Context: an optimization exercise on an open-source flow, tuned for small area and a short achievable clock period. The choices shown serve that exercise and are no tape-out recipe.
RTL that was checked went through simulation tests only; none was proved equivalent to the original.
Power is estimated from default activity; no workload was simulated.

== the baseline ==
==> module cic_decim, before the edit <==
module cic_decim (
    input  wire               clk,
    input  wire               rst,         
    input  wire               restart,     
    input  wire [2:0]         cfg_order,   
    input  wire [5:0]         cfg_shift,   
    input  wire [20:0]        cfg_ratio,   
    input  wire               in_valid,
    input  wire signed [23:0] in_data,
    input  wire               in_sat,
    output reg                out_valid,
    output reg  signed [23:0] out_data,
    output reg                out_sat
);
    localparam W = 88;
    reg         clr_r, v_r, sat_r;
    reg  [23:0] x_r;
    reg  [2:0]  order_c;
    reg  [5:0]  shift_c;
    reg  [20:0] ratio_c;
    always @(posedge clk) begin
        clr_r <= rst | restart;
        v_r   <= in_valid;
        sat_r <= in_sat;
        x_r   <= in_data;
        if (rst | restart) begin
            order_c <= cfg_order;
            shift_c <= cfg_shift;
            ratio_c <= cfg_ratio;
        end
    end
    wire       bypass = (ratio_c == 21'd1);
    wire [2:0] n_eff  = bypass ? 3'd0 : order_c;
    wire [5:0] s_eff  = bypass ? 6'd0 : shift_c;
    wire [5:1] pass_now;           
    genvar gk;
    generate
        for (gk = 1; gk <= 5; gk = gk + 1) begin : g_pass
            assign pass_now[gk] = (n_eff < gk);
        end
    endgenerate
    reg  [5:1] cl_pass  [1:9];
    reg  [5:0] cl_shift [1:9];
    reg  [22:0] span;              
    integer d;
    always @(posedge clk) begin
        cl_pass[1]  <= pass_now;
        cl_shift[1] <= s_eff;
        for (d = 2; d <= 9; d = d + 1) begin
            cl_pass[d]  <= cl_pass[d-1];
            cl_shift[d] <= cl_shift[d-1];
        end
        span <= order_c * (ratio_c - 21'd1);
    end
    reg  [20:0] pcnt;       
    reg  [22:0] satcnt;     
    wire last_in = (pcnt == ratio_c);
    wire strobe0 = v_r & last_in;
    wire win_sat = sat_r | (satcnt != 23'd0);
    always @(posedge clk) begin
        if (clr_r) begin
            pcnt   <= 21'd1;
            satcnt <= 23'd0;
        end else if (v_r) begin
            pcnt <= last_in ? 21'd1 : pcnt + 21'd1;
            if (sat_r)
                satcnt <= span;
            else if (satcnt != 23'd0)
                satcnt <= satcnt - 23'd1;
        end
    end
    reg  [4:0] vd;
    reg  [8:0] cd;
    reg  [8:1] sb, ss;
    always @(posedge clk) begin
        vd <= {vd[3:0], v_r};
        cd <= {cd[7:0], clr_r};
        ss <= {ss[7:1], win_sat};
        if (rst) sb <= 8'd0;
        else     sb <= {sb[7:1], strobe0};
    end
    wire [8:0] clr_d = {cd[7:0], clr_r};    
    wire [4:0] v_d   = {vd[3:0], v_r};
    reg  [W-1:0] integ [1:5];
    wire [W-1:0] x_ext = {{(W-24){x_r[23]}}, x_r};
    wire [W-1:0] isum  [1:5];
    generate
        for (gk = 1; gk <= 5; gk = gk + 1) begin : g_int
            wire kill = clr_d[gk-1] | cl_pass[gk][gk];
            wire [W-1:0] fb  = kill ? {W{1'b0}} : integ[gk];
            wire [W-1:0] src = (gk == 1) ? x_ext : integ[gk-1];
            wire [W-1:0] add = v_d[gk-1] ? src : {W{1'b0}};
            bk_add #(.N(W)) u_add (.a(fb), .b(add), .ci(1'b0), .s(isum[gk]));
            always @(posedge clk) integ[gk] <= isum[gk];
        end
    endgenerate
    reg  [W-1:0] dly1, dly2, dly3, dly4, dly5;
    reg  [W-1:0] tq, yv;
    wire         ph_b = sb[6] & ~cl_pass[7][1];
    wire [W-1:0] xa = ph_b ? tq   : integ[5];
    wire [W-1:0] xb = ph_b ? dly3 : dly1;
    wire [W-1:0] yb = ph_b ? dly4 : dly2;
    wire [W-1:0] cx, cy, cz;
    bk_add #(.N(W)) u_cx (.a(xa), .b(~xb),   .ci(1'b1), .s(cx));
    bk_add #(.N(W)) u_cy (.a(cx), .b(~yb),   .ci(1'b1), .s(cy));
    bk_add #(.N(W)) u_cz (.a(tq), .b(~dly5), .ci(1'b1), .s(cz));
    wire [5:1] act_a = ~cl_pass[6];
    wire [5:1] act_b = ~cl_pass[7];
    wire [5:1] act_c = ~cl_pass[8];
    always @(posedge clk) begin
        tq <= cy;
        yv <= cz;
        if (clr_d[5]) begin
            dly1 <= {W{1'b0}};
            dly2 <= {W{1'b0}};
        end else if (sb[5]) begin
            if (act_a[1]) dly1 <= integ[5];
            if (act_a[2]) dly2 <= cx;
        end
        if (clr_d[6]) begin
            dly3 <= {W{1'b0}};
            dly4 <= {W{1'b0}};
        end else if (sb[6]) begin
            if (act_b[3]) dly3 <= tq;
            if (act_b[4]) dly4 <= cx;
        end
        if (clr_d[6]) begin
            dly5 <= {W{1'b0}};
        end else if (sb[7]) begin
            if (act_c[5]) dly5 <= tq;
        end
    end
    wire        byp_out = sb[7] & cl_pass[8][1];
    wire        o_val   = byp_out | (sb[8] & ~cl_pass[9][1]);
    wire        o_sat   = byp_out ? ss[7] : ss[8];
    wire [5:0]  sh      = byp_out ? 6'd0 : cl_shift[9];
    wire [W:0] z0 = {yv, 1'b0};
    wire [W:0] z1 = sh[5] ? {32'd0, z0[W:32]} : z0;
    wire       s1 = sh[5] & (|z0[31:0]);
    wire [W:0] z2 = sh[4] ? {16'd0, z1[W:16]} : z1;
    wire       s2 = s1 | (sh[4] & (|z1[15:0]));
    wire [W:0] z3 = sh[3] ? {8'd0, z2[W:8]} : z2;
    wire       s3 = s2 | (sh[3] & (|z2[7:0]));
    wire [W:0] z4 = sh[2] ? {4'd0, z3[W:4]} : z3;
    wire       s4 = s3 | (sh[2] & (|z3[3:0]));
    wire [W:0] z5 = sh[1] ? {2'd0, z4[W:2]} : z4;
    wire       s5 = s4 | (sh[1] & (|z4[1:0]));
    wire [W:0] z6 = sh[0] ? {1'd0, z5[W:1]} : z5;
    wire       sticky = s5 | (sh[0] & z5[0]);
    wire [23:0] qf    = z6[24:1];           
    wire        guard = z6[0];
    wire        sign  = yv[W-1];
    reg  [62:0] hi_mask;
    integer i;
    always @(*) begin
        for (i = 0; i < 63; i = i + 1)
            hi_mask[i] = (i >= sh);
    end
    wire hi_ne  = |((yv[W-2:24] ^ {63{sign}}) & hi_mask);
    wire rup    = guard & (sticky | qf[0]);
    wire lo_ones = &qf[22:0];
    wire sat_hi = ~sign & (hi_ne | qf[23] | (lo_ones & rup));
    wire sat_lo =  sign & (hi_ne | (~qf[23] & ~(lo_ones & rup)));
    wire [23:0] qr = qf + {23'd0, rup};
    always @(posedge clk) begin
        if (rst) begin
            out_valid <= 1'b0;
            out_data  <= 24'sd0;
            out_sat   <= 1'b0;
        end else begin
            out_valid <= o_val;
            if (o_val) begin
                if (sat_hi) begin
                    out_data <= 24'h7fffff;
                    out_sat  <= 1'b1;
                end else if (sat_lo) begin
                    out_data <= 24'h800000;
                    out_sat  <= 1'b1;
                end else begin
                    out_data <= qr;
                    out_sat  <= o_sat;
                end
            end
        end
    end
endmodule
Settings: LEC_CHECK=0, CAP_MARGIN=20, CORE_MARGIN=2, CORE_UTILIZATION=40, SLEW_MARGIN=20; clock period 16.5 ns.
run.sh (not shown) runs the stock make flow with config.mk's settings and CLKGATE_MAP_FILE= SYNTH_SCRIPT=/design/flow/synth_recipe.tcl, a recipe that flattens the netlist after the stock synthesis.
The final layout from the baseline, which completed every stage, passed the timing, design-rule and antenna checks at the end of the flow.
For the candidate, these inputs were changed with respect to the baseline:
-- flow/design.v --
<<< the baseline, line 73
    reg  [8:0] cd;
    reg  [8:1] sb, ss;
    always @(posedge clk) begin
        vd <= {vd[3:0], v_r};
        cd <= {cd[7:0], clr_r};
        ss <= {ss[7:1], win_sat};
        if (rst) sb <= 8'd0;
        else     sb <= {sb[7:1], strobe0};
>>> the candidate, line 73
    reg  [8:0] cd;
    reg  [8:1] sb, ss;
    reg  [7:1] sf;          
    reg        out_seen;    
    always @(posedge clk) begin
        vd <= {vd[3:0], v_r};
        cd <= {cd[7:0], clr_r};
        ss <= {ss[7:1], win_sat};
        sf <= {sf[6:1], ~out_seen};
        if (clr_r)        out_seen <= 1'b0;
        else if (strobe0) out_seen <= 1'b1;
        if (rst) sb <= 8'd0;
        else     sb <= {sb[7:1], strobe0};
<<< the baseline, line 98
    reg  [W-1:0] tq, yv;
    wire         ph_b = sb[6] & ~cl_pass[7][1];
    wire [W-1:0] xa = ph_b ? tq   : integ[5];
    wire [W-1:0] xb = ph_b ? dly3 : dly1;
    wire [W-1:0] yb = ph_b ? dly4 : dly2;
    wire [W-1:0] cx, cy, cz;
    bk_add #(.N(W)) u_cx (.a(xa), .b(~xb),   .ci(1'b1), .s(cx));
    bk_add #(.N(W)) u_cy (.a(cx), .b(~yb),   .ci(1'b1), .s(cy));
    bk_add #(.N(W)) u_cz (.a(tq), .b(~dly5), .ci(1'b1), .s(cz));
    wire [5:1] act_a = ~cl_pass[6];
    wire [5:1] act_b = ~cl_pass[7];
    wire [5:1] act_c = ~cl_pass[8];
    always @(posedge clk) begin
        tq <= cy;
        yv <= cz;
        if (clr_d[5]) begin
            dly1 <= {W{1'b0}};
            dly2 <= {W{1'b0}};
        end else if (sb[5]) begin
            if (act_a[1]) dly1 <= integ[5];
            if (act_a[2]) dly2 <= cx;
        end
        if (clr_d[6]) begin
            dly3 <= {W{1'b0}};
            dly4 <= {W{1'b0}};
        end else if (sb[6]) begin
            if (act_b[3]) dly3 <= tq;
            if (act_b[4]) dly4 <= cx;
        end
        if (clr_d[6]) begin
            dly5 <= {W{1'b0}};
        end else if (sb[7]) begin
            if (act_c[5]) dly5 <= tq;
        end
    end
    wire        byp_out = sb[7] & cl_pass[8][1];
>>> the candidate, line 103
    reg  [W-1:0] tq, yv;
    wire         ph_b = sb[6] & ~cl_pass[7][1];
    wire [5:1] use_a = ~cl_pass[6] & {5{~sf[5]}};
    wire [5:1] use_b = ~cl_pass[7] & {5{~sf[6]}};
    wire       use_z = sb[7] & ~cl_pass[8][5] & ~sf[7];
    wire         e1 = ~ph_b & use_a[1], e3 = ph_b & use_b[3];
    wire         e2 = ~ph_b & use_a[2], e4 = ph_b & use_b[4];
    wire [W-1:0] xa = ph_b ? tq : integ[5];
    wire [W-1:0] xb = ({W{e1}} & dly1) | ({W{e3}} & dly3);
    wire [W-1:0] yb = ({W{e2}} & dly2) | ({W{e4}} & dly4);
    wire [W-1:0] zb = {W{use_z}} & dly5;
    wire [W-1:0] cx, cy, cz;
    bk_add #(.N(W)) u_cx (.a(xa), .b(~xb), .ci(1'b1), .s(cx));
    wire [W-1:0] nxb = ~xb, nyb = ~yb;
    wire [W-1:0] cs_s = xa ^ nxb ^ nyb;
    wire [W-1:0] cs_m = (xa & nxb) | (xa & nyb) | (nxb & nyb);
    bk_add #(.N(W)) u_cy (.a(cs_s), .b({cs_m[W-2:0], 1'b1}), .ci(1'b1), .s(cy));
    bk_add #(.N(W)) u_cz (.a(tq), .b(~zb), .ci(1'b1), .s(cz));
    always @(posedge clk) begin
        tq <= cy;
        yv <= cz;
        if (sb[5] & ~cl_pass[6][1]) dly1 <= integ[5];
        if (sb[5] & ~cl_pass[6][2]) dly2 <= cx;
        if (sb[6] & ~cl_pass[7][3]) dly3 <= tq;
        if (sb[6] & ~cl_pass[7][4]) dly4 <= cx;
        if (sb[7] & ~cl_pass[8][5]) dly5 <= tq;
    end
    wire        byp_out = sb[7] & cl_pass[8][1];
Notes after the runs:
- Multi-input gate area in the final layout on the candidate is down relative to the baseline.
- The candidate against the baseline: final-layout non-clock buffer area share did not really move, proportion of total power due to net switching fell 1.4 points, non-clock buffer instance count of the final layout now sits higher, sequential power higher.
- The candidate completed every stage of the flow, and the final layout passed the timing, design-rule and antenna checks.
- Final area was higher in the run labelled the candidate.
- The post-layout net count in the candidate sits 678 below the value recorded for the baseline.
- Of the candidate and the baseline, the run reporting the lower combinational group share of total power was the candidate.
- Compared with the baseline, the candidate shows a higher routed wire length.
- The candidate ends up with higher area added between synthesis and finish than the baseline does.
- Against the baseline, the candidate reports a sequential share of layout area that is higher.
Only the layout flow was run in the candidate; the RTL was not checked for function there.

-- static timing again, ports no longer ideal --
The flow's constraints put no driver on any port. The routed layouts listed below were extracted and timed again, unchanged, in two steps. Step 1 sets driving cells, clkbuf_16 on the clock port and buf_2 on the other inputs (assumed; they add their load-dependent delay and slew). Step 2 also shifts input and output timing later by t, the mid clock arrival at the registers, as if the neighbouring blocks saw the same clock. a / b / c = no drivers / after step 1 / after step 2; a / b = the first two.
run | shift t [ns] | slack for setup (ns) | latest minus earliest clock arrival (ns) | worst register clock-pin slew, ns | pins driven straight from the clock port
the baseline | 0.861 | 6.747 / 6.747 / 6.747 | 0.027 / 0.027 | 0.07 / 0.07 | 1
the candidate | 0.863 | 8.415 / 8.415 / 8.415 | 0.044 / 0.044 | 0.07 / 0.07 | 1
After both steps every run listed still meets setup and hold.
